Background: an optimization exercise with open tools, aiming at small area, a short achievable clock period and few clock cycles per item. Do not read the settings as production practice.
Function was checked by simulation only, so behaviour that the tests miss may differ from the original.

Setup of P:
==> flow/design.v (excerpt) <==
module elrek_tx (
    input  wire         clk,
    input  wire         rst,
    input  wire [30:0]  seed,
    input  wire         st_valid,
    output wire         st_ready,
    input  wire [3:0]   st_type,
    input  wire [3:0]   st_seq,
    input  wire [511:0] st_payload,
    output reg          tx_valid,
    output reg  [31:0]  tx_data
);
For scale: roughly 2,600 cells after synthesis, about 590 I/O pins.
==> flow/config.mk <==
export PLATFORM = sky130hd
export DESIGN_NAME = elrek_tx
export DESIGN_NICKNAME = elrek_tx
export VERILOG_FILES = /design/flow/design.v
export SDC_FILE = /design/flow/constraint.sdc
export NUM_CORES = 8
export LEC_CHECK = 0
export CAP_MARGIN = 20
export CORE_MARGIN = 2
export CORE_UTILIZATION = 55
export CTS_BUF_LIST = sky130_fd_sc_hd__clkbuf_8
export CTS_CLUSTER_SIZE = 30
export SLEW_MARGIN = 20
export SYNTH_HIERARCHICAL = 1
==> flow/constraint.sdc <==
create_clock -name core_clock -period 80.0 [get_ports {clk}]
set_input_delay 16.0000 -clock core_clock [delete_from_list [all_inputs] [get_ports {clk}]]
set_output_delay 16.0000 -clock core_clock [all_outputs]
set_load 0.01 [all_outputs]
standard.sh (not shown) runs the stock make flow with config.mk's settings and CLKGATE_MAP_FILE= SYNTH_SCRIPT=/design/flow/synth_recipe.tcl, a recipe that flattens the netlist after the stock synthesis.
==> flow/flow/run.sh <==
#!/bin/bash
# The standard layout (standard.sh), with these ORFS settings changed:
#  - ABC_LOAD_IN_FF=1: ABC sizes the small one-gate modules of the datapath
#    for a light load instead of upsizing them;
#  - port buffers use the smallest buffer cell (buf_1) rather than the delay
#    cell that buffer_ports picks by default;
#  - clock tree: clkbuf_16 buffers, sinks clustered in groups of up to 24
#    within 120 um, no dummy loads.
# Each ORFS step keeps its own log under orfs/logs; make's output goes to
# standard.log.
set -euo pipefail
bash standard.sh ABC_LOAD_IN_FF=1 \
    "BUFFER_PORTS_ARGS=-buffer_cell sky130_fd_sc_hd__buf_1" \
    "CTS_ARGS=-sink_clustering_enable -repair_clock_nets -sink_clustering_size 24 -sink_clustering_max_diameter 120 -buf_list sky130_fd_sc_hd__clkbuf_16 -dont_use_dummy_load" \
    finish > standard.log 2>&1
Testbench counts of P, summed over its fixed seeds: cycles 52,836, items 3,200.
The following lists how Q was set up differently from P:
- CTS_BUF_LIST no longer set, was sky130_fd_sc_hd__clkbuf_8
- CTS_CLUSTER_SIZE no longer set, was 30
--- a/flow/flow/run.sh
+++ b/flow/flow/run.sh
@@ -8 +8,3 @@
-#    within 120 um, no dummy loads.
+#    within 120 um, no dummy loads;
+#  - repair_timing aims at a setup slack of 63.3 ns (the clock is 80 ns, the
+#    I/O delays 16 ns each), without cloning gates.
@@ -12 +14 @@
-bash standard.sh ABC_LOAD_IN_FF=1 \
+bash standard.sh ABC_LOAD_IN_FF=1 SETUP_SLACK_MARGIN=63.3 SKIP_GATE_CLONING=1 \
@@ -14 +16 @@
-    "CTS_ARGS=-sink_clustering_enable -repair_clock_nets -sink_clustering_size 24 -sink_clustering_max_diameter 120 -buf_list sky130_fd_sc_hd__clkbuf_16 -dont_use_dummy_load" \
+    "CTS_ARGS=-sink_clustering_enable -repair_clock_nets -sink_clustering_size 30 -sink_clustering_max_diameter 80 -buf_list sky130_fd_sc_hd__clkbuf_16 -dont_use_dummy_load" \
==> comparison <==
Compared with P, Q has extra setup slack.
What R does differently from Q at the input level:
- setting CTS_CLUSTER_SIZE to 30 for the first time
- setting CTS_BUF_LIST to sky130_fd_sc_hd__clkbuf_8 for the first time
--- a/flow/flow/run.sh
+++ b/flow/flow/run.sh
@@ -8,3 +8 @@
-#    within 120 um, no dummy loads;
-#  - repair_timing aims at a setup slack of 63.3 ns (the clock is 80 ns, the
-#    I/O delays 16 ns each), without cloning gates.
+#    within 120 um, no dummy loads.
@@ -14 +12 @@
-bash standard.sh ABC_LOAD_IN_FF=1 SETUP_SLACK_MARGIN=63.3 SKIP_GATE_CLONING=1 \
+bash standard.sh ABC_LOAD_IN_FF=1 SETUP_SLACK_MARGIN=63.6 SKIP_GATE_CLONING=1 MATCH_CELL_FOOTPRINT=0 \
@@ -16 +14 @@
-    "CTS_ARGS=-sink_clustering_enable -repair_clock_nets -sink_clustering_size 30 -sink_clustering_max_diameter 80 -buf_list sky130_fd_sc_hd__clkbuf_16 -dont_use_dummy_load" \
+    "CTS_ARGS=-sink_clustering_enable -repair_clock_nets -sink_clustering_size 24 -sink_clustering_max_diameter 120 -buf_list sky130_fd_sc_hd__clkbuf_16 -dont_use_dummy_load" \
Findings:
Q has lower routed wire length than R.
Setup slack in R is smaller than in Q.
Looking at mean number of vias per cell, R sits about 0.5% lower than Q does.
For core utilization, R and Q come out practically identical.
Design area delta (R -> Q): insignificant
Comparing R with Q, the area of all sequential standard cells came out essentially unchanged.
Maximum cell stage delay along the critical path: R vs Q up 0.02 ns
Comparing CTS buffer count for R and Q, the bigger number came from Q.
[inputs] S vs R
- clearing CTS_CLUSTER_SIZE, which used to be 30
- swapping 55 for 70 in CORE_UTILIZATION
- clearing CTS_BUF_LIST, which used to be sky130_fd_sc_hd__clkbuf_8
--- a/flow/flow/run.sh
+++ b/flow/flow/run.sh
@@ -8 +8,3 @@
-#    within 120 um, no dummy loads.
+#    within 120 um, no dummy loads;
+#  - repair_timing aims at a setup slack of 63.3 ns (the clock is 80 ns, the
+#    I/O delays 16 ns each), without cloning gates.
@@ -12 +14 @@
-bash standard.sh ABC_LOAD_IN_FF=1 SETUP_SLACK_MARGIN=63.6 SKIP_GATE_CLONING=1 MATCH_CELL_FOOTPRINT=0 \
+bash standard.sh ABC_LOAD_IN_FF=1 SETUP_SLACK_MARGIN=63.3 SKIP_GATE_CLONING=1 \
==> run notes <==
Re count of buffers not belonging to the clock network in the layout: S is 8 down on R.
Changes observed in S relative to R: number of distinct library cells after synthesis level.

========
lane 1:
elrek_tx, a different RTL version from the one above (not shown whole).
For scale: roughly 660 flip-flops, ~590 I/O pins, roughly 0.036 mm2 of cells after synthesis.
clock: 80.0 ns
lec_check: 0
cap_margin: 20
core_margin: 2
core_utilization: 55
slew_margin: 20
synth_hierarchical: 1
==> flow/flow/run.sh <==
#!/bin/bash
# The standard layout (standard.sh), with these ORFS settings changed:
#  - ABC_LOAD_IN_FF=1: ABC sizes the small one-gate modules of the datapath
#    for a light load instead of upsizing them;
#  - port buffers use the smallest buffer cell (buf_1) rather than the delay
#    cell that buffer_ports picks by default;
#  - clock tree: clkbuf_16 buffers, sinks clustered in groups of up to 24
#    within 120 um, no dummy loads;
#  - repair_timing aims at a setup slack of 63.3 ns (the clock is 80 ns, the
#    I/O delays 16 ns each), without cloning gates.
# Each ORFS step keeps its own log under orfs/logs; make's output goes to
# standard.log.
set -euo pipefail
bash standard.sh ABC_LOAD_IN_FF=1 SETUP_SLACK_MARGIN=63.5 SKIP_GATE_CLONING=1 MATCH_CELL_FOOTPRINT=0 \
    "BUFFER_PORTS_ARGS=-buffer_cell sky130_fd_sc_hd__buf_1" \
    "CTS_ARGS=-sink_clustering_enable -repair_clock_nets -sink_clustering_size 24 -sink_clustering_max_diameter 120 -buf_list sky130_fd_sc_hd__clkbuf_16 -dont_use_dummy_load" \
    finish > standard.log 2>&1
Testbench counts of lane 1, summed over its fixed seeds: cycles 52,836, items 3,200.
#### Input delta (lane 2 over lane 1)
--- a/flow/flow/run.sh
+++ b/flow/flow/run.sh
@@ -14 +14 @@
-bash standard.sh ABC_LOAD_IN_FF=1 SETUP_SLACK_MARGIN=63.5 SKIP_GATE_CLONING=1 MATCH_CELL_FOOTPRINT=0 \
+bash standard.sh ABC_LOAD_IN_FF=1 SETUP_SLACK_MARGIN=63.3 SKIP_GATE_CLONING=1 \
@@ -16 +16 @@
-    "CTS_ARGS=-sink_clustering_enable -repair_clock_nets -sink_clustering_size 24 -sink_clustering_max_diameter 120 -buf_list sky130_fd_sc_hd__clkbuf_16 -dont_use_dummy_load" \
+    "CTS_ARGS=-sink_clustering_enable -repair_clock_nets -sink_clustering_size 26 -sink_clustering_max_diameter 110 -buf_list sky130_fd_sc_hd__clkbuf_16 -dont_use_dummy_load" \
[summary]
- Lane 1 vs lane 2, first element of the critical path: tx_data[0] vs tx_data[21]
- Of the two values seen for master of the slowest instance on the critical path, dfxtp_2 was produced by lane 2 and dfxtp_1 by lane 1.
- Summary of lane 2 over lane 1: worst hold slack stayed essentially flat; combined area of the multi-input logic cells shows no meaningful change; fmax now sits lower; total global routing track utilization moved down; total placed cells including tap cells did not really move.

========
elrek_tx again, from the RTL that the note above started with.
Settings: LEC_CHECK=0, CAP_MARGIN=20, CORE_MARGIN=2, CORE_UTILIZATION=55, SLEW_MARGIN=20, SYNTH_HIERARCHICAL=1; clock period 80.0 ns.
==> flow/flow/run.sh <==
#!/bin/bash
# The standard layout (standard.sh), with these ORFS settings changed:
#  - ABC_LOAD_IN_FF=1: ABC sizes the small one-gate modules of the datapath
#    for a light load instead of upsizing them;
#  - port buffers use the smallest buffer cell (buf_1) rather than the delay
#    cell that buffer_ports picks by default;
#  - clock tree: clkbuf_16 buffers, sinks clustered in groups of up to 24
#    within 120 um, no dummy loads;
#  - repair_timing aims at a setup slack of 63.3 ns (the clock is 80 ns, the
#    I/O delays 16 ns each), without cloning gates.
# Each ORFS step keeps its own log under orfs/logs; make's output goes to
# standard.log.
set -euo pipefail
bash standard.sh ABC_LOAD_IN_FF=1 SETUP_SLACK_MARGIN=63.3 SKIP_GATE_CLONING=1 \
    "BUFFER_PORTS_ARGS=-buffer_cell sky130_fd_sc_hd__buf_1" \
    "CTS_ARGS=-sink_clustering_enable -repair_clock_nets -sink_clustering_size 24 -sink_clustering_max_diameter 120 -buf_list sky130_fd_sc_hd__clkbuf_16 -dont_use_dummy_load" \
    finish > standard.log 2>&1
Testbench counts at the start, summed over its fixed seeds: cycles 52,836, items 3,200.
Then changed:
--- a/flow/config.mk
+++ b/flow/config.mk
@@ -9,4 +9,5 @@
 export CORE_MARGIN = 2
 export CORE_UTILIZATION = 55
+export PLACE_DENSITY = 0.75
 export SLEW_MARGIN = 20
 export SYNTH_HIERARCHICAL = 1
The changed run finished clean; wire length falls slightly; hold slack got worse by 18 ps; die area is unchanged; cell area barely changes; cell count is about the same.
Then changed:
--- a/flow/flow/run.sh
+++ b/flow/flow/run.sh
@@ -14,4 +14,4 @@
 bash standard.sh ABC_LOAD_IN_FF=1 SETUP_SLACK_MARGIN=63.3 SKIP_GATE_CLONING=1 \
     "BUFFER_PORTS_ARGS=-buffer_cell sky130_fd_sc_hd__buf_1" \
-    "CTS_ARGS=-sink_clustering_enable -repair_clock_nets -sink_clustering_size 24 -sink_clustering_max_diameter 120 -buf_list sky130_fd_sc_hd__clkbuf_16 -dont_use_dummy_load" \
+    "CTS_ARGS=-sink_clustering_enable -repair_clock_nets -sink_clustering_size 16 -sink_clustering_max_diameter 90 -buf_list {sky130_fd_sc_hd__clkbuf_8 sky130_fd_sc_hd__clkbuf_16} -dont_use_dummy_load" \
     finish > standard.log 2>&1
--- a/flow/config.mk
+++ b/flow/config.mk
@@ -9,5 +9,4 @@
 export CORE_MARGIN = 2
 export CORE_UTILIZATION = 55
-export PLACE_DENSITY = 0.75
 export SLEW_MARGIN = 20
 export SYNTH_HIERARCHICAL = 1
- The changed run ran to the end with no violations
- wire length went up by a few percent
- sequential cell count stays the same
- sequential share of layout area went down by 0.44 points
- synthesized cell count does not change
- setup slack gains 71 ps
- clock skew went up by 47 ps
- die area does not change
- maximum frequency went up slightly
- non-clock buffer count went down by 11

## port drivers added, routing unchanged
In the flow no input, the clock included, has a driving cell. The finished layouts below were timed again as built, in two steps.
Step 1: set_driving_cell puts a clkbuf_16 on clk and a buf_2 on each other input, an assumption about the parent block.
Step 2 times the ports against the registers' clock, not the clock port: input delays grow and output delays shrink by t, the midpoint of the rising clock arrivals with the driver on.
a / b / c = no drivers / after step 1 / after step 2; a / b = the first two.
run	t (ns)	setup slack, ns	slew at the worst register clock pin (ns)	worst data-port slew with drivers (ns)	cell pins on the clock port's net
P	0.647	62.831 / 62.851 / 62.222	0.11 / 0.11	0.12	1
Q	0.644	62.954 / 62.884 / 62.778	0.12 / 0.12	0.11	1
R	0.710	62.904 / 62.832 / 62.839	0.11 / 0.11	0.14	1
S	0.706	62.872 / 62.805 / 62.696	0.11 / 0.11	0.17	1
lane 1	0.641	62.968 / 62.899 / 62.953	0.11 / 0.11	0.22	1
lane 2	0.697	62.899 / 62.828 / 62.697	0.11 / 0.11	0.12	1
the first run of note 3	0.637	62.981 / 62.911 / 62.711	0.10 / 0.10	0.13	1
the second run of note 3	0.710	62.893 / 62.820 / 62.734	0.11 / 0.11	0.13	1
the third run of note 3	0.665	62.963 / 62.894 / 62.688	0.08 / 0.08	0.13	1
After both steps every run listed still meets setup and hold. For P, which loses most, drivers alone change the setup slack by +0.020 ns; drivers and shift together by -0.609 ns.
